This design comes from an exercise in tuning for small area, a short achievable clock period and few clock cycles per item on the open sky130 flow, not from production work.
In this exercise RTL edits were held to simulation tests only and were not proved equivalent to the original.

## xr_extend
module xr_extend (
    input  wire         clk,
    input  wire         rst,       
    input  wire         start,
    input  wire [255:0] xr_in,     
    input  wire [255:0] d_in,      
    output wire         ready,
    output reg          done,
    output wire [255:0] xr_out     
);
Size: ~6,300 cells after synthesis, roughly 770 I/O pins, ~49,000 µm² of cells after synthesis.
Settings: LEC_CHECK=0, CAP_MARGIN=20, CORE_MARGIN=2, CORE_UTILIZATION=40, PLACE_DENSITY=0.6, SETUP_SLACK_MARGIN=4.0, SLEW_MARGIN=20; clock period 9.0 ns.
standard.sh (not shown) runs the stock make flow with config.mk's settings and CLKGATE_MAP_FILE= SYNTH_SCRIPT=/design/flow/synth_recipe.tcl, a recipe that flattens the netlist after the stock synthesis.
==> flow/flow/run.sh <==
#!/bin/bash
# The standard layout (the standard.sh) with three changes:
#  - synthesis maps the logic with the ABC script in flow/abc_speed.script
#    (classic delay-driven `map` on a choice network) instead of ORFS's; the
#    rest of synthesis, and so every register, is the standard one;
#  - ports are buffered with the smallest buffer (buf_1);
#  - clock tree synthesis inserts no dummy loads.
set -euo pipefail
here=$PWD
rm -rf "$here/scripts"
cp -r "$FLOW_HOME/scripts" "$here/scripts"
cp "$here/flow/abc_speed.script" "$here/scripts/abc_speed.script"
SCRIPTS_DIR="$here/scripts" bash standard.sh synth > synth.log 2>&1
export BUFFER_PORTS_ARGS="-buffer_cell sky130_fd_sc_hd__buf_1"
export CTS_ARGS="-sink_clustering_enable -repair_clock_nets -dont_use_dummy_load"
bash standard.sh finish > standard.log 2>&1
==> flow/flow/abc_speed.script <==
strash
dch -f
map -D 1000
topo
buffer -p
upsize
dnsize
Testbench counts at the start, summed over its fixed seeds: cycles 24,768, items 192.
==> next run, changes <==
==> flow/run.sh (new file) <==
#!/bin/bash
# synth_recipe.tcl (not shown) runs the flow's synth.tcl, then flattens the netlist and writes it again
# the make line also repeats each setting of config.mk as NAME=value (left out here)
make -C /OpenROAD-flow-scripts/flow DESIGN_CONFIG=/design/flow/config.mk WORK_HOME=/design/flow/orfs CLKGATE_MAP_FILE= SYNTH_SCRIPT=/design/flow/synth_recipe.tcl finish
--- a/flow/config.mk
+++ b/flow/config.mk
@@ -7,2 +7,3 @@
 export LEC_CHECK = 0
+export ABC_CLOCK_PERIOD_IN_PS = 4000
 export CAP_MARGIN = 20
removed: flow/flow/run.sh
removed: flow/flow/abc_speed.script
removed: flow/standard.sh
Effect:
- setup slack got worse by 0.90 ns
- worst hold slack improves by 0.042 ns
- count of clock-buffer cells in the layout climbs by 48
- global-route usage goes down by 0.13 points
- final area goes up by a few percent
- final cell count decreases by a few percent
- area after synthesis is about the same
- die area stays flat

* * *

xr_extend, a different RTL version from the one above (not shown whole).
Size: about 8900 cells after synthesis, about 1400 flip-flops, about 770 I/O pins, about 71000 um^2 of cells after synthesis.
Design xr_extend, start of the top module:
module xr_extend (
    input  wire         clk,
    input  wire         rst,       
    input  wire         start,
    input  wire [255:0] xr_in,     
    input  wire [255:0] d_in,      
    output wire         ready,
    output reg          done,
    output wire [255:0] xr_out     
);
clock: 9.0 ns
lec_check: 0
cap_margin: 20
core_margin: 2
core_utilization: 40
place_density: 0.6
setup_slack_margin: 3.0
slew_margin: 20
==> flow/flow/run.sh <==
#!/bin/bash
# The standard layout (the standard.sh) with three changes:
#  - synthesis maps the logic with the ABC script in flow/abc_speed.script
#    (classic delay-driven `map` on a choice network) instead of ORFS's; the
#    rest of synthesis, and so every register, is the standard one;
#  - ports are buffered with the smallest buffer (buf_1);
#  - clock tree synthesis inserts no dummy loads and builds the tree from
#    clkbuf_4 / clkbuf_8 cells.
set -euo pipefail
here=$PWD
rm -rf "$here/scripts"
cp -r "$FLOW_HOME/scripts" "$here/scripts"
cp "$here/flow/abc_speed.script" "$here/scripts/abc_speed.script"
SCRIPTS_DIR="$here/scripts" bash standard.sh synth > synth.log 2>&1
export BUFFER_PORTS_ARGS="-buffer_cell sky130_fd_sc_hd__buf_1"
export CTS_ARGS="-sink_clustering_enable -repair_clock_nets -dont_use_dummy_load -buf_list {sky130_fd_sc_hd__clkbuf_4 sky130_fd_sc_hd__clkbuf_8}"
bash standard.sh finish > standard.log 2>&1
==> flow/flow/abc_speed.script <==
strash
dch -f
map -D 1000
topo
buffer -p
upsize
dnsize
The first run completed with no timing, DRC or antenna violations.
Testbench counts at the start, summed over its fixed seeds: cycles 12,992, items 192.
Then changed:
Settings changed: SETUP_SLACK_MARGIN 3.0 to 4.0, TNS_END_PERCENT from default to 0.
What happened:
- The changed run produced a clean layout
- via count goes up by 1.0%
- hold slack hardly moves
Then changed:
--- a/flow/flow/run.sh
+++ b/flow/flow/run.sh
@@ -8 +8 @@
-#    clkbuf_4 / clkbuf_8 cells.
+#    clkbuf_8 cells, clustering up to 12 sinks per leaf buffer.
@@ -16 +16 @@
-export CTS_ARGS="-sink_clustering_enable -repair_clock_nets -dont_use_dummy_load -buf_list {sky130_fd_sc_hd__clkbuf_4 sky130_fd_sc_hd__clkbuf_8}"
+export CTS_ARGS="-sink_clustering_enable -repair_clock_nets -dont_use_dummy_load -buf_list {sky130_fd_sc_hd__clkbuf_8} -sink_clustering_size 12 -sink_clustering_max_diameter 60"
Settings changed: SETUP_SLACK_MARGIN 4.0 to 4.5.
=> Worst setup slack loses 0.11 ns. Routed wire length drops by about 0.5%. Die area stays the same. Utilization drops by 0.99 points. Global-route usage drops by 0.12 points. First-iteration DRC count climbs by 13%. Cell count drops by 1.1%.
Then changed:
--- a/flow/flow/run.sh
+++ b/flow/flow/run.sh
@@ -7,2 +7 @@
-#  - clock tree synthesis inserts no dummy loads and builds the tree from
-#    clkbuf_8 cells, clustering up to 12 sinks per leaf buffer.
+#  - clock tree synthesis inserts no dummy loads.
@@ -16 +15 @@
-export CTS_ARGS="-sink_clustering_enable -repair_clock_nets -dont_use_dummy_load -buf_list {sky130_fd_sc_hd__clkbuf_8} -sink_clustering_size 12 -sink_clustering_max_diameter 60"
+export CTS_ARGS="-sink_clustering_enable -repair_clock_nets -dont_use_dummy_load"
Settings changed: SETUP_SLACK_MARGIN 4.5 to 4.0, TNS_END_PERCENT 0 to default.
=>
- The changed run completed without violations
- fmax came out higher by a few percent
- routed wire length climbs by a few percent
- worst hold slack barely changes
- die area does not change
- final cell count went up by a few percent
- utilization climbs by 5.5 points
- setup slack improved by 0.21 ns
- clock skew went down by 0.034 ns
- synthesized area is unchanged
Then changed:
--- a/flow/flow/run.sh
+++ b/flow/flow/run.sh
@@ -7 +7,2 @@
-#  - clock tree synthesis inserts no dummy loads.
+#  - clock tree synthesis inserts no dummy loads and builds the tree from
+#    clkbuf_4 / clkbuf_8 cells.
@@ -15 +16 @@
-export CTS_ARGS="-sink_clustering_enable -repair_clock_nets -dont_use_dummy_load"
+export CTS_ARGS="-sink_clustering_enable -repair_clock_nets -dont_use_dummy_load -buf_list {sky130_fd_sc_hd__clkbuf_4 sky130_fd_sc_hd__clkbuf_8}"
What happened: Final cell count came out higher slightly; final area fell slightly; setup slack is better by 0.0030 ns.
Then changed:
--- a/flow/flow/run.sh
+++ b/flow/flow/run.sh
@@ -8 +8 @@
-#    clkbuf_4 / clkbuf_8 cells.
+#    clkbuf_8 cells, clustering up to 12 sinks per leaf buffer.
@@ -16 +16 @@
-export CTS_ARGS="-sink_clustering_enable -repair_clock_nets -dont_use_dummy_load -buf_list {sky130_fd_sc_hd__clkbuf_4 sky130_fd_sc_hd__clkbuf_8}"
+export CTS_ARGS="-sink_clustering_enable -repair_clock_nets -dont_use_dummy_load -buf_list {sky130_fd_sc_hd__clkbuf_8} -sink_clustering_size 12 -sink_clustering_max_diameter 60"
Settings changed: CORE_UTILIZATION 40 to 55, PLACE_DENSITY 0.6 to 0.7, TNS_END_PERCENT from default to 0.
The changed run passed the timing, DRC and antenna checks; global-route usage increases by 10 points; synthesized area stays the same; final area falls by roughly a tenth; clock skew climbs by 0.021 ns; routed wire length falls by roughly a tenth; flip-flop and latch count is unchanged; non-clock buffer count went down by 281; cell count went down by a little under a tenth; hold slack stays flat.

## what the ideal ports hide
How much do the figures lean on ideal ports? The routed layouts below were timed once more, with nothing changed but the port constraints. Step 1 (the two cells are an assumption about what drives the block):
set clk [get_ports {clk}]
set_driving_cell -lib_cell sky130_fd_sc_hd__clkbuf_16 $clk
set_driving_cell -lib_cell sky130_fd_sc_hd__buf_2 [delete_from_list [all_inputs] $clk]
Step 2 adds t to the input delays and takes it off the output delays; t is the mean of the earliest and latest rising clock arrival at the registers after step 1. Input paths then give back, and output paths get back, about the clock's delay inside the block. Slacks: no drivers / after step 1 / after step 2; pairs: no drivers / after step 1.
run | shift t [ns] | setup slack, ns | slew at the worst register clock pin (ns) | pins driven straight from the clock port
the first run of note 1 | 0.762 | 3.921 / 3.921 / 3.431 | 0.06 / 0.06 | 1
the second run of note 1 | 0.789 | 3.026 / 3.026 / 3.026 | 0.07 / 0.07 | 1
the first run of note 2 | 1.038 | 3.044 / 3.044 / 3.044 | 0.07 / 0.07 | 1
the second run of note 2 | 1.038 | 3.447 / 3.447 / 3.447 | 0.07 / 0.07 | 1
the third run of note 2 | 1.013 | 3.338 / 3.338 / 3.338 | 0.10 / 0.10 | 1
the fourth run of note 2 | 0.879 | 3.544 / 3.544 / 3.544 | 0.06 / 0.06 | 1
the fifth run of note 2 | 1.042 | 3.547 / 3.547 / 3.547 | 0.07 / 0.07 | 1
the sixth run of note 2 | 0.996 | 3.438 / 3.438 / 3.438 | 0.09 / 0.09 | 1
After both steps setup and hold are still met in every run listed. The setup slack of the first run of note 1, which loses most, moves by 0.000 ns with the drivers and by -0.490 ns with both steps.
